This is an optimization exercise on Yosys and OpenROAD, whose aim is small area, a short achievable clock period and few clock cycles, not a production implementation. Where RTL was checked, it was by simulation tests only, not by an equivalence proof against the original. Function not checked in run 4: the RTL went through the layout flow alone. Power and IR drop assume default switching activity.

**flow/design.v**
```verilog
module canopy_fec_rx (
    input  wire         clk,
    input  wire         rst,         
    input  wire         start,
    input  wire [30:0]  seed,
    input  wire         in_valid,
    output wire         in_ready,
    input  wire [13:0]  in_trits,
    output reg          out_valid,
    input  wire         out_ready,
    output reg  [9:0]   out_sym,
    output reg          out_era,     
    output reg          out_last,    
    output wire [159:0] out_synd,    
    output reg  [9:0]   out_nera     
);
    wire clr = rst | start;
    reg [13:0] ir_t;
    reg        ir_v;
    reg        rdy;
    assign in_ready = rdy;
    wire       ir_free;              
    always @(posedge clk) begin
        if (ir_free)
            ir_t <= in_trits;
        ir_v <= ~clr & (in_valid | ~rdy);
    end
    wire dc_1 = ir_t[0] ^ ir_t[2] ^ ir_t[4];
    wire dc_2 = (ir_t[0] & ir_t[2]) | (ir_t[0] & ir_t[4]) | (ir_t[2] & ir_t[4]);
    wire dc_3 = ir_t[6] ^ ir_t[8] ^ ir_t[10];
    wire dc_4 = (ir_t[6] & ir_t[8]) | (ir_t[6] & ir_t[10]) | (ir_t[8] & ir_t[10]);
    wire dc_5 = ir_t[1] ^ (ir_t[2] | ir_t[3]) ^ ir_t[5];
    wire dc_6 = (ir_t[1] & (ir_t[2] | ir_t[3])) | (ir_t[1] & ir_t[5]) | ((ir_t[2] | ir_t[3]) & ir_t[5]);
    wire dc_7 = (ir_t[6] | ir_t[7]) ^ ir_t[9] ^ (ir_t[10] | ir_t[11]);
    wire dc_8 = ((ir_t[6] | ir_t[7]) & ir_t[9]) | ((ir_t[6] | ir_t[7]) & (ir_t[10] | ir_t[11])) | (ir_t[9] & (ir_t[10] | ir_t[11]));
    wire dc_9 = ir_t[3] ^ ir_t[7] ^ ir_t[11];
    wire dc_10 = (ir_t[3] & ir_t[7]) | (ir_t[3] & ir_t[11]) | (ir_t[7] & ir_t[11]);
    wire dc_11 = ir_t[4] ^ ir_t[6] ^ ir_t[12];
    wire dc_12 = (ir_t[4] & ir_t[6]) | (ir_t[4] & ir_t[12]) | (ir_t[6] & ir_t[12]);
    wire dc_13 = ir_t[5] ^ (ir_t[6] | ir_t[7]) ^ ir_t[8];
    wire dc_14 = (ir_t[5] & (ir_t[6] | ir_t[7])) | (ir_t[5] & ir_t[8]) | ((ir_t[6] | ir_t[7]) & ir_t[8]);
    wire dc_15 = ir_t[7] ^ ir_t[9] ^ (ir_t[10] | ir_t[11]);
    wire dc_16 = (ir_t[7] & ir_t[9]) | (ir_t[7] & (ir_t[10] | ir_t[11])) | (ir_t[9] & (ir_t[10] | ir_t[11]));
    wire dc_17 = ir_t[8] ^ (ir_t[10] | ir_t[11]) ^ ir_t[12];
    wire dc_18 = (ir_t[8] & (ir_t[10] | ir_t[11])) | (ir_t[8] & ir_t[12]) | ((ir_t[10] | ir_t[11]) & ir_t[12]);
    wire dc_19 = ir_t[9] ^ (ir_t[10] | ir_t[11]) ^ (ir_t[12] | ir_t[13]);
    wire dc_20 = (ir_t[9] & (ir_t[10] | ir_t[11])) | (ir_t[9] & (ir_t[12] | ir_t[13])) | ((ir_t[10] | ir_t[11]) & (ir_t[12] | ir_t[13]));
    wire dc_21 = dc_1 ^ dc_3 ^ ir_t[12];
    wire dc_22 = (dc_1 & dc_3) | (dc_1 & ir_t[12]) | (dc_3 & ir_t[12]);
    wire dc_23 = dc_2 ^ dc_4 ^ dc_5;
    wire dc_24 = (dc_2 & dc_4) | (dc_2 & dc_5) | (dc_4 & dc_5);
    wire dc_25 = dc_6 ^ dc_8 ^ dc_9;
    wire dc_26 = (dc_6 & dc_8) | (dc_6 & dc_9) | (dc_8 & dc_9);
    wire dc_27 = dc_12 ^ dc_13 ^ ir_t[10];
    wire dc_28 = (dc_12 & dc_13) | (dc_12 & ir_t[10]) | (dc_13 & ir_t[10]);
    wire dc_29 = dc_14 ^ dc_15 ^ ir_t[13];
    wire dc_30 = (dc_14 & dc_15) | (dc_14 & ir_t[13]) | (dc_15 & ir_t[13]);
    wire dc_31 = dc_20 ^ ir_t[11] ^ ir_t[13];
    wire dc_32 = (dc_20 & ir_t[11]) | (dc_20 & ir_t[13]) | (ir_t[11] & ir_t[13]);
    wire dc_33 = dc_22 ^ dc_23 ^ dc_7;
    wire dc_34 = (dc_22 & dc_23) | (dc_22 & dc_7) | (dc_23 & dc_7);
    wire dc_35 = dc_26 ^ dc_10 ^ dc_11;
    wire dc_36 = (dc_26 & dc_10) | (dc_26 & dc_11) | (dc_10 & dc_11);
    wire dc_37 = dc_30 ^ dc_16 ^ dc_17;
    wire dc_38 = (dc_30 & dc_16) | (dc_30 & dc_17) | (dc_16 & dc_17);
    wire dc_39 = dc_34 ^ dc_24 ^ dc_25;
    wire dc_40 = (dc_34 & dc_24) | (dc_34 & dc_25) | (dc_24 & dc_25);
    wire dc_41 = dc_36 ^ dc_27 ^ (ir_t[12] | ir_t[13]);
    wire dc_42 = (dc_36 & dc_27) | (dc_36 & (ir_t[12] | ir_t[13])) | (dc_27 & (ir_t[12] | ir_t[13]));
    wire dc_43 = dc_38 ^ dc_18 ^ dc_19;
    wire dc_44 = (dc_38 & dc_18) | (dc_38 & dc_19) | (dc_18 & dc_19);
    wire dc_45 = dc_42 ^ dc_28 ^ dc_29;
    wire dc_46 = (dc_42 & dc_28) | (dc_42 & dc_29) | (dc_28 & dc_29);
    wire [11:0] dc_ra = {1'b0, ir_t[13], dc_32, dc_44, dc_43, dc_46, dc_45, dc_41, dc_40, dc_39, dc_33, dc_21};
    wire [11:0] dc_rb = {1'b0, 1'b0, ir_t[12], dc_31, 1'b0, dc_37, 1'b0, 1'b0, dc_35, 1'b0, ir_t[13], 1'b0};
    wire [11:0] gval = dc_ra + dc_rb;
    wire        g_era  = gval[11];
    wire [10:0] g_bits = g_era ? 11'd0 : gval[10:0];
    reg  [30:0] scr;
    reg  [30:0] scr_next;
    reg  [10:0] key;
    integer b;
    always @(*) begin
        scr_next = scr;
        for (b = 10; b >= 0; b = b - 1) begin
            key[b]   = scr_next[30] ^ scr_next[27];
            scr_next = {scr_next[29:0], key[b]};
        end
    end
    reg [10:0] qd [0:2];
    reg [2:0]  qe;
    reg [2:0]  wp, rp;           
    reg [1:0]  n;                
    reg [3:0]  o;
    wire mv   = ir_v & (n != 2'd3);
    assign ir_free = ~ir_v | (n != 2'd3);
    wire have = n[1] | (n[0] & (o[3:1] == 3'd0));
    wire pop  = have & (~out_valid | out_ready);
    wire drop = pop & (o != 4'd0);
    wire [1:0] n_nx = n + {1'b0, mv} - {1'b0, drop};
    always @(posedge clk) begin
        if (start)
            scr <= seed;
        else if (mv)
            scr <= scr_next;
    end
    integer i;
    always @(posedge clk) begin
        for (i = 0; i < 3; i = i + 1)
            if (mv & wp[i]) begin
                qd[i] <= g_bits ^ key;
                qe[i] <= g_era;
            end
    end
    always @(posedge clk) begin
        if (clr) begin
            n   <= 2'd0;
            o   <= 4'd0;
            wp  <= 3'b001;
            rp  <= 3'b001;
            rdy <= 1'b1;
        end else begin
            n   <= n_nx;
            if (pop)
                o <= (o == 4'd0) ? 4'd10 : o - 4'd1;
            if (mv)
                wp <= {wp[1:0], wp[2]};
            if (drop)
                rp <= {rp[1:0], rp[2]};
            rdy <= ~(in_valid | ~rdy) | (n_nx != 2'd3);
        end
    end
    wire [10:0] qa = ({11{rp[0]}} & qd[0]) | ({11{rp[1]}} & qd[1]) | ({11{rp[2]}} & qd[2]);
    wire [10:0] qb = ({11{rp[2]}} & qd[0]) | ({11{rp[0]}} & qd[1]) | ({11{rp[1]}} & qd[2]);
    wire        ea = |(rp & qe);
    wire        eb = |({rp[1:0], rp[2]} & qe);
    wire [21:0] win    = {qa, qb};
    wire [21:0] win_sh = win << o;
    wire [9:0]  sym     = win_sh[21:12];
    wire        sym_era = ea | (eb & (o >= 4'd2));
    function [9:0] gf_mul(input [9:0] a, input [9:0] c);
        integer k;
        reg [9:0] acc;
        reg [9:0] sh;
        begin
            acc = 10'd0;
            sh  = a;
            for (k = 0; k < 10; k = k + 1) begin
                if (c[k])
                    acc = acc ^ sh;
                sh = {sh[8:0], 1'b0} ^ (sh[9] ? 10'h009 : 10'h000);
            end
            gf_mul = acc;
        end
    endfunction
    function [9:0] alpha_pow(input integer jj);
        integer k;
        reg [9:0] p;
        begin
            p = 10'd1;
            for (k = 0; k < jj; k = k + 1)
                p = gf_mul(p, 10'd2);
            alpha_pow = p;
        end
    endfunction
    localparam [9:0] POS0 = 10'h3ff;
    localparam [9:0] POSL = 10'h15b;
    reg  [9:0] pos;
    wire       is_last = (pos == POSL);
    reg        first;                
    reg [9:0] synd [0:15];
    integer j;
    always @(posedge clk) begin
        if (clr) begin
            pos       <= POS0;
            out_valid <= 1'b0;
            out_last  <= 1'b0;
            first     <= 1'b1;
        end else if (pop) begin
            out_valid <= 1'b1;
            out_last  <= is_last;
            first     <= is_last;
            pos       <= is_last ? POS0 : {pos[8:0], pos[9] ^ pos[6]};
        end else if (out_ready) begin
            out_valid <= 1'b0;
        end
    end
    always @(posedge clk) begin
        if (pop) begin
            out_sym  <= sym;
            out_era  <= sym_era;
            out_nera <= (first ? 10'd0 : out_nera) + {9'd0, sym_era};
            for (j = 0; j < 16; j = j + 1)
                synd[j] <= (first ? 10'd0 : gf_mul(synd[j], alpha_pow(j))) ^ sym;
        end
    end
    genvar g;
    generate
        for (g = 0; g < 16; g = g + 1) begin : g_synd
            assign out_synd[10*g +: 10] = synd[g];
        end
    endgenerate
endmodule
```
**flow/flow/run.sh**
```bash
#!/bin/bash
set -euo pipefail
bash standard.sh "BUFFER_PORTS_ARGS=-buffer_cell sky130_fd_sc_hd__buf_1" SETUP_SLACK_MARGIN=9 finish > standard_flow.log 2>&1
```
**flow/standard.sh**
```bash
#!/bin/bash
# synth_recipe.tcl (not shown) runs the flow's synth.tcl, then flattens the netlist and writes it again
# the make line also repeats each setting of config.mk as NAME=value (left out here)
make -C /OpenROAD-flow-scripts/flow DESIGN_CONFIG=/design/flow/config.mk WORK_HOME=/design/flow/orfs CLKGATE_MAP_FILE= SYNTH_SCRIPT=/design/flow/synth_recipe.tcl "${@:-finish}"
```
**flow/config.mk**
```make
export PLATFORM = sky130hd
export DESIGN_NAME = canopy_fec_rx
export DESIGN_NICKNAME = canopy_fec_rx
export VERILOG_FILES = /design/flow/design.v
export SDC_FILE = /design/flow/constraint.sdc
export NUM_CORES = 4
export LEC_CHECK = 0
export CAP_MARGIN = 20
export CORE_MARGIN = 2
export CORE_UTILIZATION = 55
export SLEW_MARGIN = 20
```
**flow/constraint.sdc**
```tcl
create_clock -name core_clock -period 13.0 [get_ports {clk}]
set_input_delay 2.6000 -clock core_clock [delete_from_list [all_inputs] [get_ports {clk}]]
set_output_delay 2.6000 -clock core_clock [all_outputs]
set_load 0.01 [all_outputs]
```
==> out/qor.txt, run 1 <==
status: complete, no violations
total global-route track usage: 24.4%
delay-heaviest family, CP: adder cells
post-synth top area cell: edfxtp_1
Yosys top cell area share: 51.2%
RSZ-0062 raised after global routing: yes
# rows: 61
drt drc: 0
gr ovfl total: 0
Worst slew margin: 25.2%
initial antenna violation count: 0
DP Cell Count: 1787
CP max-delay cell: fa_1
worst hold start: out_last
area occupied by registers: 8410 um^2
Post-Syn Instances: 1229
Worst Hold Class: reg2reg
Post-synth EDFFs: 262
crit path kind: reg2reg
GPL Wtd Cong: 0.865
drt total wl: 36200 um
most numerous cell in the Yosys netlist: edfxtp_1
top cells by count, synth: 262 x edfxtp_1, 219 x xnor2_1, 131 x nor2_1, 96 x xor2_1, 59 x nand2_1
Primary FF master, synth: edfxtp_1
hold path cells: 2
worst r2r path cells: 12
distinct cell type count after synthesis: 65
syn nets: 1315
CTS Root Cell: clkbuf_16
#FFs+latches synth: 289
net switching power: 0.647 mW
area occupied by multi-input gates: 6670 um^2
Max-Cap Viols: 0
Max H-tree Level: 2
hpwl dp: 23500 um
port bufs: 233
Final nets: 1545
antenna viol nets, final: 0
via/cell ratio: 5.36
Cell Area, Synth: 15400 um^2
FMAX: 253 MHz
total negative slack: 0 ns
Worst R2R Setup Slack: 9.04 ns
CTS clk-pin slew, worst paths: 0.06 ns
crit path buf inv count: 0
Die ar.: 29300 um^2
diode count: 0
total number of clock tree sinks: 289
Die Y: 171 um
crit-path cells: or2_2 > fa_1 > fa_1 > fa_2 > fa_2 > ha_4 > and3_4 > o21a_1 > nor2_2 > a211o_1 > o211ai_1 > xnor2_1
top cells by area, synth: edfxtp_1 51%, xnor2_1 12%, xor2_1 5.5%, dfxtp_1 3.5%, nor2_1 3.2%
Worst EP required: 13.22 ns
Crit. End Element: flop
combinational power share: 18.5%
Leak: 6.04 nW
Worst-Margin Slew: 1.12 ns
register area share after synthesis: 54.7%
Period minus WS final: 3.96 ns
CTS tree: yes
final setup fails: 0
Fin. Hold Viols: 0
Filler cells: 2227
FFs w/ async S/R, synth: 0%
first-iteration detailed-routing DRC count: 879
Max clock buf depth: 3
P&R area growth vs syn: 16.7%
routed len/inst: 19.4 um
share of cells above drive strength 1: 10.8%
die outline width: 171 um
Internal: 1.86 mW
largest net degree at the start of global routing: 126
Sw Share: 25.8%
worst vdd ir: 0.123 mV
syn_area_per_cell: 12.5 um^2
max-slew violations: 0
CTS Buf Count: 34
Starting Density: 55.6%
first-pass GRT wire length: 54700 um
Clk pwr share: 36.8%
Pre-Repair DR Iteration Count: 6
worst path arrival time: 4.18 ns
clock latency on the worst-skew pair: 0.51 ns
beginning of the worst register-to-register path: ir_t[7]
non-filler cells, final: 1862
sequential power share: 44.7%
vias in the first global route: 9762
CORE AREA: 27600 um^2
hold path endpoint: out_last
Max FO, Critical Path: 3
Ys Warns: 3
Setup crit start kind: flop
via count: 9986
slowest stage delay, CP: 0.50 ns
skew final: 0.0167 ns
power per cell area: 140 nW/um^2
r2r endpoint: qd[0][10]
Crit. Startpoint: ir_t[7]
crit share post-route: 30.5%
# IOs: 234
## flip-flops by register name, summed over array words and instances, names as in the netlist, 4 cells and up
signal / flops
qd: 33
o: 4
out_nera: 10
out_sym: 10
pos: 10
synd: 160
ir_t: 14
scr: 31
## power groups by stage
stage / sequential [mW] / clock, mW / combinational [mW]
2_1_floorplan: 1.14 / 0 / 0.292
3_3_place_gp: 1.14 / 0 / 0.393
3_5_place_dp: 1.14 / 0 / 0.406
4_1_cts: 1.12 / 0.938 / 0.434
5_1_grt: 1.12 / 0.972 / 0.506
6_report: 1.12 / 0.922 / 0.462
## cells by family after synthesis
family / Yosys count / synth area share [%]
AND/OR/NAND/NOR: 309 / 9.41
XOR/XNOR: 315 / 18.0
multiplexers: 77 / 5.50
adder cells (fa/ha/maj): 36 / 4.06
buffers and inverters: 107 / 3.36
flip-flops: 289 / 54.7
AO/OA/AOI/OAI: 96 / 5.00
## worst register-to-register path, delay by kind of cell, from the launching register on
kind                     cells  cell delay, ns
flip-flops                   1            0.41
AND/OR/NAND/NOR              3            0.57
AO/OA/AOI/OAI                3            0.55
adder cells (fa/ha/maj)      5            2.01
XOR/XNOR                     1            0.14
## how the worst max path moves through the flow
stage	cells past startpoint	slack (ns)	endpoint
floorplan	10	8.72	rdy
global placement	7	7.66	o[3]
detailed placement	7	7.61	o[3]
CTS	7	8.97	o[3]
global route	15	8.87	qd[1][5]
finish	12	9.04	qd[0][10]
## final cells by class
type,instances,share of cell area (%)
Sequential cell,289,46.9
Multi-Input combinational cell,834,37.2
Timing Repair Buffer,259,6.22
Clock buffer,48,5.39
Tap cell,378,2.64
Inverter,41,1.02
Clock inverter,13,0.586
## layer usage
| metal | vias to the layer above | global-route usage [%] | part of all wire (%) |
|---|---|---|---|
| met5 | - | 0 | 0 |
| met4 | 0 | 6.89 | 2.2 |
| met3 | 49 | 3.42 | 5.7 |
| met2 | 313 | 41.7 | 50 |
| met1 | 4894 | 32.7 | 42 |
| li1 | 4730 | - | - |
## repair_timing
item                                    CTS  global route
resized for setup                        18            26
endpoints found under the hold margin     0             0
setup buffers                             8             5
hold buffers                              0             0
pin swaps                                13             9
endpoints found under the setup margin  111           120
gates cloned                              1             0
## metrics by stage
step	area, um^2	util [%]	hold slack, ns	total power, mW	worst slack (ns)
floorplan	15400	-	0.427	1.43	8.72
global placement	16500	59.8	0.440	1.53	7.66
detailed placement	16600	59.9	0.446	1.54	7.61
CTS	17800	64.3	0.455	2.49	8.97
global route	17900	64.9	0.477	2.60	8.87
finish	17900	64.9	0.452	2.50	9.04
## cell usage in the layout (no fill, tap or decap), types with 29 or more instances in the layout
cell	synthesis	final
nand2b_1	45	44
edfxtp_1	262	262
mux2i_1	36	36
clkbuf_16	0	37
mux2_2	39	39
buf_1	7	232
nor2_1	131	128
nand2_1	59	55
inv_1	39	37
xor2_1	96	94
xnor2_1	219	213
nor2b_1	30	29
Testbench counts, summed over its fixed seeds: cycles 52,248.
==> run 2, diff against run 1 <==
==> flow/flow/run.sh (replaced) <==
#!/bin/bash
# Standard ORFS layout, with plain buffers on the ports and repair aiming at more slack.
set -euo pipefail
bash standard.sh "BUFFER_PORTS_ARGS=-buffer_cell sky130_fd_sc_hd__buf_1" SETUP_SLACK_MARGIN=9 finish > standard_flow.log 2>&1
--- a/flow/config.mk
+++ b/flow/config.mk
@@ -8,4 +8,4 @@
 export CAP_MARGIN = 20
 export CORE_MARGIN = 2
-export CORE_UTILIZATION = 55
+export CORE_UTILIZATION = 40
 export SLEW_MARGIN = 20
==> run 2 against run 1 <==
Total power down 1.1%. Non-clock buffer count down 3. Worst hold slack better by 0.0079 ns. Via count about the same. Highest routed layer unchanged.
==> out/qor.txt, run 2 <==
Max-Cap Viols: 0
CTS clk-pin slew, worst paths: 0.06 ns
max-slew violations: 0
CP max-delay cell: fa_2
via count: 9987
vias in the first global route: 9574
Max clock buf depth: 3
CORE AREA: 37800 um^2
Filler cells: 3453
crit path kind: reg2reg
hpwl dp: 24600 um
power per cell area: 137 nW/um^2
DP Cell Count: 1920
pre-CTS WS: 7.81 ns
largest net degree at the start of global routing: 113
Post-synth EDFFs: 262
Die Y: 200 um
# hold bufs at CTS: 0
port bufs: 233
Post-Syn Instances: 1229
first-pass GRT wire length: 55600 um
skew final: 0.00944 ns
Worst-Margin Slew: 1.08 ns
Worst R2R Setup Slack: 9.03 ns
GPL Wtd Cong: 0.852
Post-DP Area: 16700 um^2
gr ovfl total: 0
Hold Slack: 0.460 ns
Max FO, Critical Path: 5
CTS Root Cell: clkbuf_16
#FFs+latches synth: 289
Pre-Repair DR Iteration Count: 6
met2 WL: 17100 um
total negative slack: 0 ns
Worst Hold Class: reg2reg
delay-heaviest family, CP: adder cells
Ys Warns: 3
# IOs: 234
worst path arrival time: 4.21 ns
crit-path cells: or2_4 > fa_1 > fa_1 > inv_2 > fa_2 > fa_2 > inv_2 > ha_4 > a21o_1 > a21oi_2 > buf_4 > o21ai_4 > nand2_4 > nand2_1 > xnor2_2
Final nets: 1542
Die ar.: 40000 um^2
drt total wl: 37000 um
area occupied by registers: 8410 um^2
worst vdd ir: 0.111 mV
routed len/inst: 18.6 um
syn_area_per_cell: 12.5 um^2
worst r2r path cells: 15
Fin. Hold Viols: 0
final setup fails: 0
top cells by count, synth: 262 x edfxtp_1, 219 x xnor2_1, 131 x nor2_1, 96 x xor2_1, 59 x nand2_1
crit share post-route: 30.5%
CTS Buf Count: 34
largest registers: synd (160), qd (33), scr (31)
Max H-tree Level: 2
RSZ-0062 raised after global routing: yes
Period minus WS final: 3.97 ns
metal3 WL: 2460 um
Primary FF master, synth: edfxtp_1
# rows: 71
slowest stage delay, CP: 0.56 ns
area occupied by multi-input gates: 6700 um^2
syn nets: 1315
Worst Slack Setup Final: 9.03 ns
Worst slew margin: 27.8%
max FFs per register: 160
Top reg by flops: synd
register area share after synthesis: 54.7%
DR top layer: met4
antenna viol nets, final: 0
status: complete, no violations
Starting Density: 40.7%
via/cell ratio: 5.02
die outline width: 200 um
WP depth: 15
CTS tree: yes
total global-route track usage: 18.3%
Crit. End Element: flop
Leak: 6.02 nW
drt drc: 0
non-filler cells, final: 1989
top cells by area, synth: edfxtp_1 51%, xnor2_1 12%, xor2_1 5.5%, dfxtp_1 3.5%, nor2_1 3.2%
met1 WL: 16700 um
Setup crit start kind: flop
FMAX: 252 MHz
first-iteration detailed-routing DRC count: 746
design area: 18000 um^2
clock latency on the worst-skew pair: 0.52 ns
most frequent cells in the layout: 262 x edfxtp_1, 232 x buf_1, 210 x xnor2_1
Cell Area, Synth: 15400 um^2
most numerous cell in the Yosys netlist: edfxtp_1
distinct cell type count after synthesis: 65
diode count: 0
crit path buf inv count: 3
Worst EP required: 13.24 ns
end point of the critical path: qd[0][1]
Crit. Startpoint: ir_t[3]
total number of clock tree sinks: 289
initial antenna violation count: 0
post-synth top area cell: edfxtp_1
most common cell after layout, fill and taps aside: edfxtp_1
share of cells above drive strength 1: 11.5%
beginning of the worst register-to-register path: ir_t[3]
Yosys top cell area share: 51.2%
r2r endpoint: qd[0][1]
P&R area growth vs syn: 17.4%
FFs w/ async S/R, synth: 0%
## run 2: cell types whose count changed in the layout (fill, tap and decap cells not counted), moves of 3 or more
cell,change
clkinv_1,-5
clkbuf_4,+4
clkbuf_1,-3
inv_1,-3
inv_2,+3
nand2_2,+3
xnor2_1,-3
xnor2_2,+3
## run 2: report_power, final
part           internal [mW]  switching [mW]
logic                  0.207           0.257
clock network          0.532           0.361
registers               1.10          0.0223
## run 2: routing by layer
| metal | global-route usage [%] | vias up |
|---|---|---|
| met3 | 3.19 | 46 |
| met2 | 28.6 | 324 |
| li1 | - | 4717 |
| met5 | 0 | - |
| met4 | 5.82 | 0 |
| met1 | 25.8 | 4900 |
## run 2: how the worst min path moves through the flow
stage,start,endpoint,slack [ns],cells past startpoint
floorplan,wp[0],wp[0],0.43,1
global placement,wp[0],wp[0],0.44,1
detailed placement,wp[0],wp[0],0.45,1
CTS,wp[0],wp[0],0.46,1
global route,rdy,ir_v,0.48,1
finish,wp[0],wp[0],0.46,1
## run 2: cell type report
cell class | instances | area share, %
multi-input cells | 834 | 37.2
clock inverters | 8 | 0.222
repair buffers | 256 | 5.93
clock buffers | 50 | 5.54
inverters | 41 | 0.958
well taps | 511 | 3.55
flip-flops and latches | 289 | 46.6
## run 2: per-stage QoR
stage	utilization, %	power (mW)
6_report	47.8	2.48
4_1_cts	47.4	2.47
3_3_place_gp	44.2	1.53
2_1_floorplan	-	1.43
5_1_grt	47.8	2.58
3_5_place_dp	44.2	1.54
## run 2: timing repair
item | CTS | global route
cloned | 1 | 0
pin swaps | 15 | 9
setup endpoints to repair | 123 | 119
resized for setup | 22 | 22
setup buffers | 7 | 3
hold endpoints to repair | 0 | 0
## run 2: cell families after synthesis
kind of cell | Yosys count | synth area share (%)
adder cells (fa/ha/maj) | 36 | 4.06
flip-flops | 289 | 54.7
multiplexers | 77 | 5.50
XOR/XNOR | 315 | 18.0
AND/OR/NAND/NOR | 309 | 9.41
AO/OA/AOI/OAI | 96 | 5.00
buffers and inverters | 107 | 3.36
==> run 3, diff against run 2 <==
==> flow/flow/run.sh (replaced) <==
#!/bin/bash
# The standard ORFS layout (the standard.sh: standard synthesis, floorplan,
# placement, CTS, routing), with two changes:
#  - the ports get plain sky130 buf_1 buffers instead of the delay cell that
#    buffer_ports picks by default (every port still gets its buffer);
#  - the resizer's repair_timing aims for 9 ns of setup slack instead of 0, so it
#    also works on paths that already meet the 13 ns clock.
# The SDC (clock period, I/O delays, loads) is the standard flow's, unchanged.
set -euo pipefail
bash standard.sh "BUFFER_PORTS_ARGS=-buffer_cell sky130_fd_sc_hd__buf_1" SETUP_SLACK_MARGIN=9 finish > standard_flow.log 2>&1
==> run 3 against run 2 <==
Count of clock-buffer cells in the layout did not move. Largest power group unchanged. Worst hold slack unchanged. Still clean. Critical endpoint unchanged. Final cell count did not move. Largest cell class unchanged. Non-clock buffer count did not move. Fmax unchanged. Highest routed layer unchanged. Die area did not move. Total power did not move.
==> out/qor.txt, run 3 <==
Max-Cap Viols: 0
Max FO, Critical Path: 5
crit path kind: reg2reg
status: complete, no violations
area occupied by registers: 8410 um^2
Cell Area, Synth: 15400 um^2
most common cell after layout, fill and taps aside: edfxtp_1
hpwl dp: 24600 um
Worst R2R Setup Slack: 9.03 ns
FFs w/ async S/R, synth: 0%
Worst Hold Class: reg2reg
skew final: 0.00944 ns
Post-synth EDFFs: 262
Max H-tree Level: 2
worst r2r path cells: 15
slowest stage delay, CP: 0.56 ns
CTS tree: yes
initial antenna violation count: 0
hold path cells: 1
distinct cell type count after synthesis: 65
CORE AREA: 37800 um^2
Max clock buf depth: 3
crit share post-route: 30.5%
CTS clk-pin slew, worst paths: 0.06 ns
final setup fails: 0
# IOs: 234
Ys Warns: 3
Worst slew margin: 27.8%
Period minus WS final: 3.97 ns
syn_area_per_cell: 12.5 um^2
grt met2 use: 28.6%
routed len/inst: 18.6 um
post-route total power: 2.48 mW
Hold Slack: 0.460 ns
Worst EP required: 13.24 ns
GRT busiest layer: met2
worst hold start: wp[0]
CTS Root Cell: clkbuf_16
Filler cells: 3453
area occupied by multi-input gates: 6700 um^2
via/cell ratio: 5.02
Yosys top cell area share: 51.2%
Fin. Hold Viols: 0
Primary FF master, synth: edfxtp_1
Worst-Margin Slew: 1.08 ns
hold path endpoint: wp[0]
total number of clock tree sinks: 289
P&R area growth vs syn: 17.4%
most numerous cell in the Yosys netlist: edfxtp_1
beginning of the worst register-to-register path: ir_t[3]
gr ovfl total: 0
FMAX: 252 MHz
#FFs+latches synth: 289
RSZ-0062 raised after global routing: yes
M1 GR Usage: 25.8%
Final nets: 1542
worst vdd ir: 0.111 mV
share of cells above drive strength 1: 11.5%
Leak: 6.02 nW
max-slew violations: 0
most frequent cells in the layout: 262 x edfxtp_1, 232 x buf_1, 210 x xnor2_1
top cells by count, synth: 262 x edfxtp_1, 219 x xnor2_1, 131 x nor2_1, 96 x xor2_1, 59 x nand2_1
vias in the first global route: 9574
die outline width: 200 um
Die Y: 200 um
port bufs: 233
via count: 9987
crit-path cells: or2_4 > fa_1 > fa_1 > inv_2 > fa_2 > fa_2 > inv_2 > ha_4 > a21o_1 > a21oi_2 > buf_4 > o21ai_4 > nand2_4 > nand2_1 > xnor2_2
Crit. End Element: flop
CP max-delay cell: fa_2
drt drc: 0
largest registers: synd (160), qd (33), scr (31)
Pre-Repair DR Iteration Count: 6
first-pass GRT wire length: 55600 um
CTS Buf Count: 34
Top reg by flops: synd
first-iteration detailed-routing DRC count: 746
total global-route track usage: 18.3%
worst path arrival time: 4.21 ns
clock latency on the worst-skew pair: 0.52 ns
met3 usage: 3.19%
register area share after synthesis: 54.7%
top cells by area, synth: edfxtp_1 51%, xnor2_1 12%, xor2_1 5.5%, dfxtp_1 3.5%, nor2_1 3.2%
diode count: 0
drt total wl: 37000 um
# rows: 71
post-synth top area cell: edfxtp_1
total negative slack: 0 ns
Starting Density: 40.7%
GPL Wtd Cong: 0.852
r2r endpoint: qd[0][1]
power per cell area: 137 nW/um^2
Post-Syn Instances: 1229
antenna viol nets, final: 0
max FFs per register: 160
Die ar.: 40000 um^2
Setup crit start kind: flop
syn nets: 1315
largest net degree at the start of global routing: 113
run 3: stage by stage:
step	area, um^2	util, %	worst slack (ns)	instances
2_1_floorplan	15400	-	8.72	1229
5_1_grt	18000	47.8	8.92	1989
3_5_place_dp	16700	44.2	7.81	1920
4_1_cts	17900	47.4	8.99	1986
6_report	18000	47.8	9.03	1989
3_3_place_gp	16700	44.2	7.83	1920
run 3: how the worst max path moves through the flow:
| stage | startpoint | endpoint | slack (ns) | cells past startpoint |
|---|---|---|---|---|
| 5_1_grt | ir_t[3] | qd[1][10] | 8.92 | 14 |
| 2_1_floorplan | out_ready | rdy | 8.72 | 10 |
| 4_1_cts | ir_t[7] | qd[0][6] | 8.99 | 14 |
| 6_report | ir_t[3] | qd[0][1] | 9.03 | 15 |
| 3_5_place_dp | out_ready | out_nera[5] | 7.81 | 5 |
| 3_3_place_gp | out_ready | out_nera[4] | 7.83 | 5 |
run 3: critical path: cells and delay by family, from the launching register on:
| kind | cells | cell delay, ns |
|---|---|---|
| adder cells (fa/ha/maj) | 5 | 2.01 |
| buffers and inverters | 3 | 0.22 |
| AO/OA/AOI/OAI | 3 | 0.39 |
| XOR/XNOR | 1 | 0.17 |
| flip-flops | 1 | 0.39 |
| AND/OR/NAND/NOR | 3 | 0.50 |
run 3: cells by family (layout without fill, tap and decap cells):
logic type | Yosys count | count (layout) | synth area share, %
AND/OR/NAND/NOR | 309 | 310 | 9.41
flip-flops | 289 | 289 | 54.7
XOR/XNOR | 315 | 315 | 18.0
AO/OA/AOI/OAI | 96 | 96 | 5.00
buffers and inverters | 107 | 355 | 3.36
adder cells (fa/ha/maj) | 36 | 36 | 4.06
multiplexers | 77 | 77 | 5.50
run 3: power breakdown:
part | internal (mW) | total (mW) | switching, mW
registers | 1.10 | 1.12 | 0.0223
clock network | 0.532 | 0.893 | 0.361
logic | 0.207 | 0.464 | 0.257
run 3: layout make-up:
class | count | area share, %
tap | 511 | 3.55
sequential | 289 | 46.6
timing repair buffer | 256 | 5.93
inverter | 41 | 0.958
clock inverter | 8 | 0.222
multi-input combinational | 834 | 37.2
clock buffer | 50 | 5.54
run 3: repair_timing:
action                                  in CTS  in global routing
pin swaps                                   15                  9
setup buffers                                7                  3
endpoints found under the setup margin     123                119
gates resized for setup                     22                 22
gates cloned                                 1                  0
hold buffers                                 0                  0
run 3: per-layer routing:
| metal | vias up | share of wire, % | routed length [um] |
|---|---|---|---|
| met3 | 46 | 6.7 | 2460 |
| met1 | 4900 | 45 | 16700 |
| met2 | 324 | 46 | 17100 |
| li1 | 4717 | - | - |
| met5 | - | 0 | 0 |
| met4 | 0 | 1.9 | 717 |
==> run 4, diff against run 3 <==
--- a/flow/design.v
+++ b/flow/design.v
@@ -17,11 +17,18 @@
     wire clr = rst | start;
     reg [13:0] ir_t;
+    reg        ir_e;                 
     reg        ir_v;
     reg        rdy;
     assign in_ready = rdy;
     wire       ir_free;              
-    always @(posedge clk) begin
-        if (ir_free)
+    wire [1:0] it6 = in_trits[13:12], it5 = in_trits[11:10], it4 = in_trits[9:8];
+    wire [1:0] it3 = in_trits[7:6],   it2 = in_trits[5:4],   it1 = in_trits[3:2];
+    wire [1:0] it0 = in_trits[1:0];
+    wire in_era = it6[1] & it5[1] & (it4[1] | (it4[0] & ((it3 != 2'd0) | (it2[1] & (it1[1] | (it1[0] & it0[1]))))));
+    always @(posedge clk) begin
+        if (ir_free) begin
             ir_t <= in_trits;
+            ir_e <= in_era;
+        end
         ir_v <= ~clr & (in_valid | ~rdy);
     end
@@ -75,5 +82,5 @@
     wire [11:0] dc_rb = {1'b0, 1'b0, ir_t[12], dc_31, 1'b0, dc_37, 1'b0, 1'b0, dc_35, 1'b0, ir_t[13], 1'b0};
     wire [11:0] gval = dc_ra + dc_rb;
-    wire        g_era  = gval[11];
+    wire        g_era  = ir_e;
     wire [10:0] g_bits = g_era ? 11'd0 : gval[10:0];
     reg  [30:0] scr;
==> run 4 against run 3 <==
Still clean on timing, DRC and antenna. First-iteration DRC count up 21%. Count of clock-buffer cells in the layout decreased by 3. Clock power grew 15%. Worst hold slack worse by 0.00076 ns. Clock skew rose by 0.0060 ns. Cell area is 2.4% higher. Register-to-register slack improved by 0.05 ns. Largest power group unchanged.
==> out/qor.txt, run 4 <==
distinct cell type count after synthesis: 69
first-iteration detailed-routing DRC count: 900
sequential power share: 43.1%
Fin. Hold Viols: 0
hold path cells: 1
total number of clock tree sinks: 290
Cell Area, Synth: 15500 um^2
power per cell area: 141 nW/um^2
Primary FF master, synth: edfxtp_1
Post-Syn Instances: 1234
Yosys top cell area share: 50.9%
via count: 10100
Setup crit start kind: flop
most common cell after layout, fill and taps aside: edfxtp_1
Period minus WS final: 3.92 ns
CTS Root Cell: clkbuf_16
Max H-tree Level: 2
# rows: 72
FMAX: 255 MHz
die outline width: 201 um
post-synth top area cell: edfxtp_1
initial antenna violation count: 0
Pre-Repair DR Iteration Count: 9
hpwl dp: 24600 um
area occupied by multi-input gates: 6750 um^2
CORE AREA: 38500 um^2
largest net degree at the start of global routing: 96
Clk pwr share: 39.6%
top cells by count, synth: 263 x edfxtp_1, 249 x xnor2_1, 131 x nor2_1, 57 x xor2_1, 53 x nand2_1
port bufs: 233
Max clock buf depth: 3
clock latency on the worst-skew pair: 0.54 ns
Crit. End Element: flop
FFs w/ async S/R, synth: 0%
post-route total power: 2.60 mW
Filler cells: 3515
hold path endpoint: wp[0]
gr ovfl total: 0
RSZ-0062 raised after global routing: yes
diode count: 0
CTS Buf Count: 35
area occupied by registers: 8440 um^2
crit path kind: reg2reg
max-slew violations: 0
Max-Cap Viols: 0
Max FO, Critical Path: 3
Ys Warns: 3
Post-DP Area: 16900 um^2
net switching power: 0.651 mW
Final nets: 1562
r2r endpoint: qd[0][9]
antenna viol nets, final: 0
#FFs+latches synth: 290
Post-synth EDFFs: 263
Worst-Margin Slew: 1.11 ns
Worst EP required: 13.33 ns
beginning of the worst register-to-register path: ir_t[2]
Worst slew margin: 26.0%
skew final: 0.0154 ns
syn_area_per_cell: 12.6 um^2
worst hold start: wp[0]
worst r2r path cells: 14
first-pass GRT wire length: 59100 um
most frequent cells in the layout: 263 x edfxtp_1, 249 x xnor2_1, 232 x buf_1
combinational power share: 17.3%
top cells by area, synth: edfxtp_1 51%, xnor2_1 14%, dfxtp_1 3.5%, xor2_1 3.2%, nor2_1 3.2%
final setup fails: 0
Internal: 1.95 mW
worst vdd ir: 0.0872 mV
worst path arrival time: 4.25 ns
vias in the first global route: 9878
Leak: 6.10 nW
GPL Wtd Cong: 0.869
most numerous cell in the Yosys netlist: edfxtp_1
CTS clk-pin slew, worst paths: 0.06 ns
syn nets: 1320
total negative slack: 0 ns
Sw Share: 25.0%
drt drc: 0
via/cell ratio: 5.03
Die ar.: 40400 um^2
largest registers: synd (160), qd (33), scr (31)
Hold Slack: 0.459 ns
Starting Density: 40.3%
max FFs per register: 160
Worst R2R Setup Slack: 9.08 ns
share of cells above drive strength 1: 11.9%
total global-route track usage: 18.8%
routed len/inst: 18.8 um
P&R area growth vs syn: 19.1%
Top reg by flops: synd
register area share after synthesis: 54.4%
Worst Hold Class: reg2reg
Die Y: 201 um
drt total wl: 37800 um
design area: 18500 um^2
status: complete, no violations
crit share post-route: 30.1%
CTS tree: yes
# IOs: 234
Post-Route Utilization: 48.0%
[run 4: cell types whose count changed after synthesis, moves of 6 or more]
cell and change:
nand2_1 -6, xor2_1 -39, a21oi_1 +10, a22oi_1 +6, xnor2_2 +9, and2_1 +8
xnor2_1 +30, mux2i_1 -26, a221oi_1 +9
[run 4: worst max-delay path by stage]
| stage | start | endpoint |
|---|---|---|
| CTS | ir_t[2] | qd[0][9] |
| global route | ir_t[11] | qd[0][10] |
| global placement | out_ready | synd[11][1] |
| finish | ir_t[2] | qd[0][9] |
| floorplan | out_ready | n[1] |
| detailed placement | out_ready | synd[11][6] |
[run 4: timing repair]
action | 4_1_cts | 5_1_grt
resized for setup | 33 | 16
pin swaps | 13 | 8
endpoints found under the setup margin | 166 | 67
setup buffers | 9 | 6
hold buffers | 0 | 0
gates cloned | 2 | 0
[run 4: final cells by class]
cell class	instances	share of cell area (%)
Clock inverter	12	1.12
Multi-Input combinational cell	837	36.5
Timing Repair Buffer	267	6.71
Inverter	45	1.00
Tap cell	518	3.51
Clock buffer	47	5.39
Sequential cell	290	45.7
[run 4: metal layers]
| layer | up-vias | GRT usage (%) | part of all wire [%] |
|---|---|---|---|
| li1 | 4794 | - | - |
| met5 | - | 0 | 0 |
| met2 | 356 | 30.0 | 47 |
| met1 | 4937 | 26.3 | 45 |
| met4 | 0 | 4.97 | 2.0 |
| met3 | 57 | 3.77 | 6.4 |
[run 4: stage by stage]
stage	std cells	setup WS (ns)
final	2016	9.08
after global routing	2016	8.91
after CTS	2009	9.00
after detailed placement	1939	7.05
after global placement	1938	7.05
after floorplan	1234	8.98
[run 4: critical path, cell delays in order (launching register included)]
cell,delay [ns]
edfxtp_1,0.40
or2_4,0.27
fa_1,0.50
fa_1,0.43
fa_2,0.35
inv_2,0.07
fa_2,0.43
inv_2,0.09
ha_4,0.15
a21oi_4,0.07
o31ai_4,0.26
a31oi_2,0.13
xor2_1,0.15
nor2_1,0.14
xor2_1,0.28
[run 4: cells by family after synthesis]
| kind of cell | Yosys count | synth area share (%) |
|---|---|---|
| muxes | 54 | 4.49 |
| buffers and inverters | 107 | 3.24 |
| adders and majority gates | 36 | 4.02 |
| DFF | 290 | 54.4 |
| and+or+nand+nor | 313 | 9.63 |
| xor gates and xnor gates | 315 | 18.2 |
| AOI/OAI and AO/OA | 119 | 5.97 |
[run 4: power by group through the flow]
stage	logic, mW	clock network (mW)	registers [mW]
3_3_place_gp	0.387	0	1.14
5_1_grt	0.499	1.09	1.12
2_1_floorplan	0.286	0	1.14
6_report	0.451	1.03	1.12
3_5_place_dp	0.397	0	1.14
4_1_cts	0.438	1.06	1.12
==> run 5, diff against run 4 <==
--- a/flow/design.v
+++ b/flow/design.v
@@ -99,10 +99,10 @@
     reg [2:0]  wp, rp;           
     reg [1:0]  n;                
-    reg [3:0]  o;
+    reg [10:0] oh;               
     wire mv   = ir_v & (n != 2'd3);
     assign ir_free = ~ir_v | (n != 2'd3);
-    wire have = n[1] | (n[0] & (o[3:1] == 3'd0));
+    wire have = n[1] | (n[0] & (oh[0] | oh[1]));
     wire pop  = have & (~out_valid | out_ready);
-    wire drop = pop & (o != 4'd0);
+    wire drop = pop & ~oh[0];
     wire [1:0] n_nx = n + {1'b0, mv} - {1'b0, drop};
     always @(posedge clk) begin
@@ -123,5 +123,5 @@
         if (clr) begin
             n   <= 2'd0;
-            o   <= 4'd0;
+            oh  <= 11'd1;
             wp  <= 3'b001;
             rp  <= 3'b001;
@@ -130,5 +130,5 @@
             n   <= n_nx;
             if (pop)
-                o <= (o == 4'd0) ? 4'd10 : o - 4'd1;
+                oh <= {oh[0], oh[10:1]};
             if (mv)
                 wp <= {wp[1:0], wp[2]};
@@ -143,7 +143,12 @@
     wire        eb = |({rp[1:0], rp[2]} & qe);
     wire [21:0] win    = {qa, qb};
-    wire [21:0] win_sh = win << o;
-    wire [9:0]  sym     = win_sh[21:12];
-    wire        sym_era = ea | (eb & (o >= 4'd2));
+    reg  [9:0]  sym;
+    integer m;
+    always @(*) begin
+        sym = 10'd0;
+        for (m = 0; m < 11; m = m + 1)
+            sym = sym | ({10{oh[m]}} & win[21-m -: 10]);
+    end
+    wire        sym_era = ea | (eb & ~(oh[0] | oh[1]));
     function [9:0] gf_mul(input [9:0] a, input [9:0] c);
         integer k;
--- a/flow/config.mk
+++ b/flow/config.mk
@@ -9,3 +9,5 @@
 export CORE_MARGIN = 2
 export CORE_UTILIZATION = 40
+export CTS_BUF_LIST = sky130_fd_sc_hd__clkbuf_8
+export CTS_CLUSTER_SIZE = 24
 export SLEW_MARGIN = 20
==> run 5 against run 4 <==
Die area fell by 1.5%. Utilization fell by 0.90 points. Routed wire length fell by 3.6%. Total power fell by 9.9%. Setup slack improved by 0.00052 ns. Register-to-register slack barely moved. Highest routed layer unchanged. Non-clock buffer count fell by 11. First-iteration DRC count fell by 15%. Largest power group unchanged. Fmax barely moved. Sequential power barely moved. Area after synthesis fell by 1.5%. Via count fell by 0.20%.
==> out/qor.txt, run 5 <==
status: complete, no violations
die outline width: 199 um
Worst Hold Class: reg2reg
Starting Density: 40.5%
first-iteration detailed-routing DRC count: 766
syn_area_per_cell: 12.4 um^2
total number of clock tree sinks: 297
WP depth: 1
most common cell after layout, fill and taps aside: edfxtp_1
Worst R2R Setup Slack: 9.09 ns
Cell Area, Synth: 15300 um^2
CTS tree: yes
Top reg by flops: synd
post-synth top area cell: edfxtp_1
pre-CTS WS: 7.91 ns
routed len/inst: 17.9 um
skew final: 0.0394 ns
Clk pwr share: 33.5%
P&R area growth vs syn: 16.2%
Worst slew margin: 30.2%
slowest stage delay, CP: 0.48 ns
hpwl dp: 23200 um
most numerous cell in the Yosys netlist: edfxtp_1
crit-path cells: clkbuf_2
total negative slack: 0 ns
# IOs: 234
Setup crit start kind: flop
Sw Share: 27.9%
Worst-Margin Slew: 1.05 ns
total global-route track usage: 17.9%
Post-synth EDFFs: 263
worst r2r path cells: 14
beginning of the worst register-to-register path: ir_t[2]
worst path arrival time: 1.32 ns
r2r endpoint: qd[0][9]
net switching power: 0.654 mW
Max H-tree Level: 2
Leak: 6.09 nW
Period minus WS final: 3.92 ns
Crit. End Element: output port
Worst EP required: 10.40 ns
crit path kind: reg2out
Die ar.: 39800 um^2
crit share post-route: 30.1%
power per cell area: 132 nW/um^2
FFs w/ async S/R, synth: 0%
share of cells above drive strength 1: 11.0%
drt total wl: 36500 um
top cells by area, synth: edfxtp_1 52%, xnor2_1 11%, xor2_1 6.7%, dfxtp_1 4.5%, fa_1 3.0%
max FFs per register: 160
Max-Cap Viols: 0
Die Y: 199 um
GPL Wtd Cong: 0.862
CTS Buf Count: 52
syn nets: 1319
# rows: 71
top cells by count, synth: 263 x edfxtp_1, 200 x xnor2_1, 120 x nor2_1, 116 x xor2_1, 88 x nand2_1
first-pass GRT wire length: 55000 um
Pre-Repair DR Iteration Count: 9
distinct cell type count after synthesis: 52
largest registers: synd (160), qd (33), scr (31)
Post-Syn Instances: 1236
CORE AREA: 37700 um^2
Primary FF master, synth: edfxtp_1
Internal: 1.69 mW
port bufs: 233
antenna viol nets, final: 0
initial antenna violation count: 0
Worst Slack Setup Final: 9.08 ns
via/cell ratio: 4.97
Yosys top cell area share: 51.7%
delay-heaviest family, CP: flip-flops
end point of the critical path: out_synd[116]
sequential power share: 48.7%
combinational power share: 17.8%
gr ovfl total: 0
post-route total power: 2.34 mW
Fin. Hold Viols: 0
most frequent cells in the layout: 263 x edfxtp_1, 226 x buf_1, 199 x xnor2_1
Max clock buf depth: 3
clock latency on the worst-skew pair: 0.64 ns
diode count: 0
crit path buf inv count: 1
max-slew violations: 0
Final nets: 1569
CP max-delay cell: edfxtp_1
worst vdd ir: 0.0910 mV
via count: 10100
register area share after synthesis: 56.2%
#FFs+latches synth: 297
vias in the first global route: 9824
drt drc: 0
CTS clk-pin slew, worst paths: 0.06 ns
Max FO, Critical Path: 4
final setup fails: 0
FMAX: 255 MHz
CTS Root Cell: clkbuf_8
Ys Warns: 3
RSZ-0062 raised after global routing: yes
Crit. Startpoint: synd[11][6]
largest net degree at the start of global routing: 134
Filler cells: 3492
[run 5: cell count changes in the layout (fill, tap and decap cells not counted), moves of 14 or more]
cell | previous run | this run
xnor2_1 | 249 | 199
o22ai_1 | 2 | 16
clkbuf_16 | 38 | 0
clkbuf_8 | 1 | 53
inv_1 | 34 | 66
nand2_1 | 53 | 87
xor2_1 | 57 | 114
nand2b_1 | 43 | 64
nor2b_1 | 31 | 8
[run 5: how the worst min path moves through the flow]
stage | from | end | slack (ns) | cells after the start
final | pos[0] | pos[1] | 0.45 | 2
after global routing | pos[0] | pos[1] | 0.47 | 2
after CTS | pos[0] | pos[1] | 0.45 | 2
after detailed placement | wp[0] | wp[0] | 0.45 | 1
after global placement | wp[0] | wp[0] | 0.44 | 1
after floorplan | wp[0] | wp[0] | 0.43 | 1
[run 5: area by class of cell]
type                       count  area (um^2)  area share, %
timing repair buffer         256         1070           6.02
clock buffer                  53          729           4.11
clock inverter                41          205           1.16
tap                          511          639           3.60
sequential                   297         8580           48.4
multi-input combinational    831         6320           35.6
inverter                      48          193           1.09
[run 5: per-stage QoR]
stage	utilization (%)	hold slack, ns	instance area [um^2]	instances
floorplan	-	0.428	15300	1236
global placement	43.8	0.442	16500	1925
detailed placement	43.8	0.453	16500	1925
CTS	46.6	0.447	17500	2021
global route	47.1	0.470	17700	2037
finish	47.1	0.448	17700	2037
[run 5: worst reg2reg max path, cell delays in order, from the launching register on]
cell,delay [ns]
edfxtp_1,0.39
or2_4,0.27
fa_2,0.58
fa_1,0.41
fa_2,0.35
inv_2,0.06
fa_1,0.44
inv_2,0.09
ha_4,0.14
a21oi_4,0.07
o31ai_4,0.26
a31oi_1,0.14
xor2_1,0.18
nor2_1,0.16
xor2_1,0.22
[run 5: what timing repair did]
item	CTS	global route
gates resized for setup	14	29
pin swaps	6	18
setup endpoints to repair	81	98
hold buffers	0	0
setup buffers	2	16
[run 5: power by group through the flow]
| stage | Clock, mW | Combinational [mW] | Sequential (mW) |
|---|---|---|---|
| 2_1_floorplan | 0 | 0.267 | 1.16 |
| 3_3_place_gp | 0 | 0.355 | 1.16 |
| 3_5_place_dp | 0 | 0.364 | 1.16 |
| 4_1_cts | 0.816 | 0.386 | 1.14 |
| 5_1_grt | 0.856 | 0.463 | 1.15 |
| 6_report | 0.785 | 0.417 | 1.14 |
[run 5: kinds of logic (layout without fill, tap and decap cells)]
family | count (synthesis) | in the layout | share of synthesized area (%)
compound gates | 122 | 122 | 6.02
xor+xnor | 316 | 316 | 18.1
fa+ha+maj | 33 | 33 | 3.83
buf+inv | 108 | 398 | 3.43
flops | 297 | 297 | 56.2
mux | 31 | 31 | 2.29
simple gates | 329 | 329 | 10.1
[run 5: layer usage]
metal / up-vias / wire length (um) / global-route usage [%]
li1: 4786 / - / -
met4: 0 / 840 / 5.51
met5: - / 0 / 0
met1: 4886 / 15700 / 23.6
met2: 375 / 16800 / 28.9
met3: 77 / 3060 / 4.78
Testbench counts of run 5, summed over its fixed seeds: cycles 52,248.
==> run 6, diff against run 5 <==
--- a/flow/config.mk
+++ b/flow/config.mk
@@ -10,4 +10,3 @@
 export CORE_UTILIZATION = 40
 export CTS_BUF_LIST = sky130_fd_sc_hd__clkbuf_8
-export CTS_CLUSTER_SIZE = 24
 export SLEW_MARGIN = 20
==> run 6 against run 5 <==
Largest power group unchanged. Cell area unchanged. Clock power about the same. Largest cell class unchanged. Non-clock buffer count unchanged. Still clean. Area after synthesis unchanged. Sequential power is essentially flat. Highest routed layer unchanged. Critical path depth unchanged. Critical path type unchanged. Synthesized cell count stayed put. Via count is the same. Combinational power is essentially flat.
==> out/qor.txt, run 6 <==
Max clock buf depth: 3
GPL Wtd Cong: 0.862
Primary FF master, synth: edfxtp_1
hpwl dp: 23200 um
crit-path cells: clkbuf_2
CTS Buf Count: 52
total negative slack: 0 ns
area occupied by multi-input gates: 6320 um^2
Starting Density: 40.5%
final setup fails: 0
delay-heaviest family, CP: flip-flops
Leak: 6.09 nW
distinct cell type count after synthesis: 52
design area: 17700 um^2
Post-DP Area: 16500 um^2
share of cells above drive strength 1: 11.0%
Yosys top cell area share: 51.7%
syn_area_per_cell: 12.4 um^2
post-synthesis simple-gate area fraction: 10.1%
Worst Hold Class: reg2reg
Max-Cap Viols: 0
crit share post-route: 30.1%
Max FO, Critical Path: 4
diode count: 0
total global-route track usage: 17.9%
die outline width: 199 um
xor/xnor cell area share of the yosys netlist: 18.1%
drt drc: 0
Cell Area, Synth: 15300 um^2
Post-synth EDFFs: 263
largest net degree at the start of global routing: 134
Worst EP required: 10.40 ns
worst path arrival time: 1.32 ns
antenna viol nets, final: 0
clock latency on the worst-skew pair: 0.64 ns
most common cell after layout, fill and taps aside: edfxtp_1
Period minus WS final: 3.92 ns
adder-cell area share of the yosys netlist: 3.83%
Top reg by flops: synd
CP max-delay cell: edfxtp_1
pre-CTS WS: 7.91 ns
FFs w/ async S/R, synth: 0%
# IOs: 234
non-filler cells, final: 2037
largest registers: synd (160), qd (33), scr (31)
skew final: 0.0394 ns
Worst-Margin Slew: 1.05 ns
DP Cell Count: 1925
Pre-Repair DR Iteration Count: 9
Post-Route Utilization: 47.1%
status: complete, no violations
slowest stage delay, CP: 0.48 ns
top cells by count, synth: 263 x edfxtp_1, 200 x xnor2_1, 120 x nor2_1, 116 x xor2_1, 88 x nand2_1
CTS Root Cell: clkbuf_8
first-iteration detailed-routing DRC count: 766
syn nets: 1319
Filler cells: 3492
routed len/inst: 17.9 um
port bufs: 233
CORE AREA: 37700 um^2
crit path kind: reg2out
Post-Syn Instances: 1236
most frequent cells in the layout: 263 x edfxtp_1, 226 x buf_1, 199 x xnor2_1
vias in the first global route: 9824
Crit. End Element: output port
max FFs per register: 160
Ys Warns: 3
crit path buf inv count: 1
most numerous cell in the Yosys netlist: edfxtp_1
CTS clk-pin slew, worst paths: 0.06 ns
via count: 10100
post-synth top area cell: edfxtp_1
top cells by area, synth: edfxtp_1 52%, xnor2_1 11%, xor2_1 6.7%, dfxtp_1 4.5%, fa_1 3.0%
total number of clock tree sinks: 297
Worst Slack Setup Final: 9.08 ns
CTS tree: yes
Hold Slack: 0.448 ns
P&R area growth vs syn: 16.2%
gr ovfl total: 0
first-pass GRT wire length: 55000 um
Fin. Hold Viols: 0
Die Y: 199 um
area occupied by registers: 8580 um^2
via/cell ratio: 4.97
register area share after synthesis: 56.2%
# rows: 71
#FFs+latches synth: 297
compound-cell area share of the yosys netlist: 6.02%
drt total wl: 36500 um
Max H-tree Level: 2
post-route total power: 2.34 mW
Worst R2R Setup Slack: 9.09 ns
Final nets: 1569
Worst slew margin: 30.2%
main combinational cell family by area after synthesis: XOR/XNOR gates
FMAX: 255 MHz
post-synthesis mux area share: 2.29%
Die ar.: 39800 um^2
max-slew violations: 0
power per cell area: 132 nW/um^2
Setup crit start kind: flop
RSZ-0062 raised after global routing: yes
worst vdd ir: 0.0910 mV
initial antenna violation count: 0
-- run 6: cell counts after synthesis --
Identical to the previous run, type by type.
-- run 6: cells by family after synthesis --
logic type | Yosys count
mux | 31
xor+xnor | 316
flops | 297
compound gates | 122
buf+inv | 108
fa+ha+maj | 33
simple gates | 329
-- run 6: cell type report --
| cell class | instances | share of cell area, % |
|---|---|---|
| Clock buffer | 53 | 4.11 |
| Timing Repair Buffer | 256 | 6.02 |
| Clock inverter | 41 | 1.16 |
| Inverter | 48 | 1.09 |
| Tap cell | 511 | 3.60 |
| Multi-Input combinational cell | 831 | 35.6 |
| Sequential cell | 297 | 48.4 |
-- run 6: final timing paths --
path,from,endpoint,cells after the start
setup / recovery,synd[11][6],out_synd[116],1
hold / removal,pos[0],pos[1],2
setup reg to reg,ir_t[2],qd[0][9],14
hold reg to reg,pos[0],pos[1],2
-- run 6: report_power, final --
group | total (mW) | switching (mW) | internal (mW)
sequential | 1.14 | 0.0218 | 1.12
clock | 0.785 | 0.387 | 0.398
combinational | 0.417 | 0.245 | 0.172
-- run 6: repair_timing --
| item | 4_1_cts | 5_1_grt |
|---|---|---|
| buffers inserted | 2 | 16 |
| gates resized for setup | 14 | 29 |
| pin swaps | 6 | 18 |
| hold buffers | 0 | 0 |
| setup endpoints to repair | 81 | 98 |
-- run 6: per-layer routing --
layer / global-route usage, % / vias up / share of wire, %
met3: 4.78 / 77 / 8.4
met1: 23.6 / 4886 / 43
li1: - / 4786 / -
met4: 5.51 / 0 / 2.3
met5: 0 / - / 0
met2: 28.9 / 375 / 46
==> run 7, diff against run 6 <==
--- a/flow/config.mk
+++ b/flow/config.mk
@@ -10,3 +10,5 @@
 export CORE_UTILIZATION = 40
 export CTS_BUF_LIST = sky130_fd_sc_hd__clkbuf_8
+export CTS_CLUSTER_DIAMETER = 80
+export CTS_CLUSTER_SIZE = 16
 export SLEW_MARGIN = 20
==> run 7 against run 6 <==
Setup slack got worse by 0.030 ns. Clock skew increased by 0.016 ns. Critical path depth increased by 6. Largest power group unchanged. Clock power decreased by about 30%. Final cell count decreased by 2.7%. Total power decreased by 10%. Still clean on timing, DRC and antenna.
==> out/qor.txt, run 7 <==
status: complete, no violations
crit-path cells: buf_1 > inv_1 > nand2_1 > o21ai_2 > buf_4 > inv_16 > buf_8
Max-Cap Viols: 0
beginning of the worst register-to-register path: ir_t[2]
CORE AREA: 37700 um^2
CTS Root Cell: clkbuf_8
Cell Area, Synth: 15300 um^2
Setup crit start kind: primary input
drt drc: 0
clock latency on the worst-skew pair: 0.62 ns
# IOs: 234
M1 GR Usage: 23.8%
top cells by area, synth: edfxtp_1 52%, xnor2_1 11%, xor2_1 6.7%, dfxtp_1 4.5%, fa_1 3.0%
worst path arrival time: 4.16 ns
delay-heaviest family, CP: buffers and inverters
first-pass GRT wire length: 53800 um
total number of clock tree sinks: 297
distinct cell type count after synthesis: 52
met3 usage: 3.36%
# hold bufs at CTS: 0
largest net degree at the start of global routing: 134
via count: 9868
Period minus WS final: 3.95 ns
Top reg by flops: synd
Worst Hold Class: reg2reg
max FFs per register: 160
CP max-delay cell: buf_8
Max FO, Critical Path: 133
Pre-Repair DR Iteration Count: 6
Die Y: 199 um
GRT busiest layer: met2
total global-route track usage: 17.3%
Fin. Hold Viols: 0
Starting Density: 40.5%
CTS tree: yes
worst hold start: pos[0]
final setup fails: 0
routed len/inst: 17.9 um
via/cell ratio: 4.98
vias in the first global route: 9531
crit path buf inv count: 5
share of cells above drive strength 1: 8.84%
Crit. Startpoint: out_ready
crit share post-route: 30.4%
die outline width: 199 um
total negative slack: 0 ns
top cells by count, synth: 263 x edfxtp_1, 200 x xnor2_1, 120 x nor2_1, 116 x xor2_1, 88 x nand2_1
Max H-tree Level: 1
largest registers: synd (160), qd (33), scr (31)
FMAX: 253 MHz
first-iteration detailed-routing DRC count: 734
most common cell after layout, fill and taps aside: edfxtp_1
max-slew violations: 0
slowest stage delay, CP: 0.52 ns
Max clock buf depth: 3
GPL Wtd Cong: 0.862
# rows: 71
Post-Syn Instances: 1236
Ys Warns: 3
Yosys top cell area share: 51.7%
post-synth top area cell: edfxtp_1
#FFs+latches synth: 297
most numerous cell in the Yosys netlist: edfxtp_1
P&R area growth vs syn: 13.1%
Worst slew margin: 29.2%
Final nets: 1536
post-route total power: 2.11 mW
Die ar.: 39800 um^2
syn_area_per_cell: 12.4 um^2
most frequent cells in the layout: 263 x edfxtp_1, 232 x buf_1, 199 x xnor2_1
Post-synth EDFFs: 263
syn nets: 1319
grt met2 use: 28.5%
initial antenna violation count: 0
RSZ-0062 raised after global routing: yes
Crit. End Element: flop
FFs w/ async S/R, synth: 0%
Worst EP required: 13.21 ns
crit path kind: in2reg
Primary FF master, synth: edfxtp_1
register area share after synthesis: 56.2%
hpwl dp: 23200 um
diode count: 0
power per cell area: 122 nW/um^2
Worst-Margin Slew: 1.06 ns
skew final: 0.0559 ns
worst vdd ir: 0.0775 mV
drt total wl: 35600 um
antenna viol nets, final: 0
CTS clk-pin slew, worst paths: 0.10 ns
gr ovfl total: 0
port bufs: 233
CTS Buf Count: 24
Leak: 5.78 nW
==> run 7: cell count changes in the layout (fill, tap and decap cells not counted), moves of 2 or more <==
cell / previous run / this run
clkbuf_8: 53 / 26
inv_1: 66 / 52
clkinv_1: 9 / 0
buf_1: 226 / 232
buf_4: 22 / 17
clkbuf_2: 6 / 1
clkinv_2: 4 / 1
inv_6: 0 / 2
==> run 7: logic make-up (layout without fill, tap and decap cells) <==
logic type | after synthesis | count (layout) | share of synthesized area, %
mux | 31 | 31 | 2.29
xor+xnor | 316 | 316 | 18.1
buf+inv | 108 | 343 | 3.43
fa+ha+maj | 33 | 33 | 3.83
flops | 297 | 297 | 56.2
simple gates | 329 | 329 | 10.1
compound gates | 122 | 122 | 6.02
==> run 7: area by class of cell <==
type / count / area, um^2
inverters: 48 / 196
flip-flops and latches: 297 / 8580
multi-input cells: 831 / 6330
clock buffers: 26 / 358
repair buffers: 251 / 1020
clock inverters: 18 / 141
fillers: 3528 / 20400
well taps: 511 / 639
==> run 7: path summary, 6_finish.rpt <==
check / endpoint / slack (ns) / cells after the start
hold reg to reg: pos[1] / 0.45 / 2
setup / recovery: synd[0][4] / 9.05 / 7
setup reg to reg: qd[2][9] / 9.13 / 14
hold / removal: pos[1] / 0.45 / 2
==> run 7: timing repair <==
item                       4_1_cts  5_1_grt
setup buffers                    1       11
gates resized for setup         11       27
setup endpoints to repair       80       90
pin swaps                        3       20
==> run 7: through the flow <==
stage	setup WS (ns)	cell area, um^2	hold WS [ns]	std cells	utilization, %
final	9.05	17300	0.452	1982	45.8
after global routing	8.90	17300	0.481	1982	45.8
after CTS	9.00	17100	0.462	1970	45.3
after detailed placement	7.91	16500	0.453	1925	43.8
after global placement	7.90	16500	0.442	1925	43.8
after floorplan	9.06	15300	0.428	1236	-
==> run 7: routing by layer <==
| metal | wire, um | vias up | share of wire (%) |
|---|---|---|---|
| met2 | 16500 | 335 | 46 |
| li1 | - | 4687 | - |
| met3 | 2370 | 52 | 6.7 |
| met1 | 16000 | 4794 | 45 |
| met5 | 0 | - | 0 |
| met4 | 702 | 0 | 2.0 |
==> run 7: worst register-to-register path, stage by stage (launching register included) <==
cell and delay [ns]:
edfxtp_1 0.41, or2_4 0.27, fa_2 0.58, fa_1 0.41
fa_2 0.35, inv_2 0.07, fa_2 0.44, inv_2 0.08
ha_4 0.14, a21oi_4 0.07, o31ai_4 0.23, a31oi_1 0.12
xor2_1 0.17, nor2_1 0.15, xor2_1 0.23
==> run 7: report_power, final <==
part | total [mW] | switching, mW | internal (mW)
Sequential | 1.14 | 0.0222 | 1.12
Clock | 0.553 | 0.322 | 0.231
Combinational | 0.413 | 0.242 | 0.171
Total | 2.11 | 0.586 | 1.52
==> run 8, diff against run 7 <==
--- a/flow/config.mk
+++ b/flow/config.mk
@@ -9,6 +9,5 @@
 export CORE_MARGIN = 2
 export CORE_UTILIZATION = 40
-export CTS_BUF_LIST = sky130_fd_sc_hd__clkbuf_8
-export CTS_CLUSTER_DIAMETER = 80
+export CTS_BUF_LIST = sky130_fd_sc_hd__clkbuf_4
 export CTS_CLUSTER_SIZE = 16
 export SLEW_MARGIN = 20
==> run 8 against run 7 <==
Still clean on timing, DRC and antenna. Global-route usage up 1.3 points. Synthesized cell count did not move. Register-to-register slack about the same. Sequential share of layout area shrank 4.5 points. Clock skew grew 0.018 ns. First-iteration DRC count up 9.8%. Setup slack improved by 0.021 ns. Fmax up 0.52%. Utilization rose by 4.6 points. Area after synthesis unchanged. Critical endpoint is now out_synd[125].
==> out/qor.txt, run 8 <==
WP depth: 1
Period minus WS final: 3.93 ns
worst vdd ir: 0.0700 mV
Max H-tree Level: 3
combinational power share: 17.8%
CTS tree: yes
gr ovfl total: 0
worst path arrival time: 1.33 ns
Crit. End Element: output port
Worst slew margin: 30.3%
Sw Share: 27.4%
Internal: 1.75 mW
syn nets: 1319
CTS Buf Count: 82
clock latency on the worst-skew pair: 0.75 ns
Top reg by flops: synd
Final nets: 1734
total global-route track usage: 18.6%
FMAX: 255 MHz
Filler cells: 3436
slowest stage delay, CP: 0.44 ns
largest net degree at the start of global routing: 134
top cells by area, synth: edfxtp_1 52%, xnor2_1 11%, xor2_1 6.7%, dfxtp_1 4.5%, fa_1 3.0%
share of cells above drive strength 1: 25.9%
initial antenna violation count: 1
non-filler cells, final: 2216
Worst Hold Class: reg2reg
#FFs+latches synth: 297
Leak: 7.01 nW
vias in the first global route: 10700
Pre-Repair DR Iteration Count: 6
Crit. Startpoint: synd[12][5]
Clk pwr share: 35.0%
Ys Warns: 3
most common cell after layout, fill and taps aside: edfxtp_1
DP Cell Count: 1925
total number of clock tree sinks: 297
Die ar.: 39800 um^2
Max-Cap Viols: 0
# IOs: 234
crit-path cells: buf_6
syn_area_per_cell: 12.4 um^2
Hold Slack: 0.438 ns
end point of the critical path: out_synd[125]
Worst EP required: 10.40 ns
RSZ-0062 raised after global routing: yes
Yosys top cell area share: 51.7%
top cells by count, synth: 263 x edfxtp_1, 200 x xnor2_1, 120 x nor2_1, 116 x xor2_1, 88 x nand2_1
Starting Density: 40.5%
area occupied by multi-input gates: 6310 um^2
via count: 10800
Max FO, Critical Path: 2
max FFs per register: 160
antenna viol nets, final: 0
Post-Syn Instances: 1236
Post-DP Area: 16500 um^2
crit path buf inv count: 1
Post-synth EDFFs: 263
die outline width: 199 um
CTS clk-pin slew, worst paths: 0.07 ns
post-synth top area cell: edfxtp_1
hpwl dp: 23200 um
sequential power share: 47.1%
power per cell area: 127 nW/um^2
beginning of the worst register-to-register path: ir_t[2]
Primary FF master, synth: edfxtp_1
crit share post-route: 30.2%
net switching power: 0.661 mW
Post-Route Utilization: 50.4%
routed len/inst: 17.2 um
Max clock buf depth: 3
design area: 19000 um^2
r2r endpoint: qd[0][9]
Die Y: 199 um
via/cell ratio: 4.89
largest registers: synd (160), qd (33), scr (31)
Worst-Margin Slew: 1.04 ns
CP max-delay cell: edfxtp_1
CORE AREA: 37700 um^2
worst r2r path cells: 14
port bufs: 233
status: complete, no violations
register area share after synthesis: 56.2%
delay-heaviest family, CP: flip-flops
first-pass GRT wire length: 57300 um
drt total wl: 38100 um
GPL Wtd Cong: 0.862
most frequent cells in the layout: 263 x edfxtp_1, 200 x xnor2_1, 157 x buf_4
final setup fails: 0
area occupied by registers: 8580 um^2
skew final: 0.0734 ns
first-iteration detailed-routing DRC count: 806
Cell Area, Synth: 15300 um^2
total negative slack: 0 ns
# rows: 71
most numerous cell in the Yosys netlist: edfxtp_1
Worst R2R Setup Slack: 9.14 ns
FFs w/ async S/R, synth: 0%
distinct cell type count after synthesis: 52
drt drc: 0
crit path kind: reg2out
Setup crit start kind: flop
max-slew violations: 0
P&R area growth vs syn: 24.4%
CTS Root Cell: clkbuf_4
Fin. Hold Viols: 0
[run 8: kinds of logic after synthesis]
family	count (synthesis)	share of synthesized area, %
flops	297	56.2
simple gates	329	10.1
xor+xnor	316	18.1
buf+inv	108	3.43
mux	31	2.29
compound gates	122	6.02
fa+ha+maj	33	3.83
[run 8: worst min-delay path by stage]
stage,startpoint,end,depth (start not counted)
final,pos[0],pos[1],2
after global routing,pos[0],pos[1],2
after CTS,pos[0],pos[1],2
after detailed placement,wp[0],wp[0],1
after global placement,wp[0],wp[0],1
after floorplan,wp[0],wp[0],1
[run 8: power by group through the flow]
stage	logic [mW]	clock network, mW	registers, mW
after detailed placement	0.364	0	1.16
final	0.431	0.845	1.14
after floorplan	0.267	0	1.16
after global routing	0.478	0.921	1.14
after global placement	0.355	0	1.16
after CTS	0.406	0.873	1.14
[run 8: timing repair]
action,4_1_cts,5_1_grt
setup endpoints to repair,195,102
hold buffers,0,0
setup buffers,110,42
resized for setup,61,78
pin swaps,12,13
[run 8: per-stage QoR]
step           power, mW  worst slack (ns)
5_1_grt             2.54              8.94
2_1_floorplan       1.43              9.06
4_1_cts             2.42              8.97
3_3_place_gp        1.52              7.90
6_report            2.41              9.07
3_5_place_dp        1.53              7.91
[run 8: layer usage]
metal / global-route usage (%) / vias up / share of wire [%]
li1: - / 5143 / -
met1: 24.0 / 5190 / 43
met2: 30.2 / 433 / 47
met3: 5.10 / 78 / 8.1
met4: 6.64 / 0 / 2.2
met5: 0 / - / 0
[run 8: layout make-up]
cell class / count / area share [%]
clock buffer: 124 / 4.90
tap: 511 / 3.37
multi-input combinational: 831 / 33.2
sequential: 297 / 45.2
timing repair buffer: 391 / 11.8
clock inverter: 13 / 0.468
antenna: 1 / 0.0132
inverter: 48 / 1.01
[run 8: tightest hold or removal path: stages (launching register included)]
cell and delay [ns]:
dfxtp_1 0.31, nand2_1 0.05, nand3_1 0.06

Check on run 8: ideal ports give 9.072 ns setup slack; a clkbuf_16 on the clock port and buf_2 on the inputs give 9.028 ns; moving port delays by the midpoint clock arrival (0.756 ns) as well gives 8.343 ns.
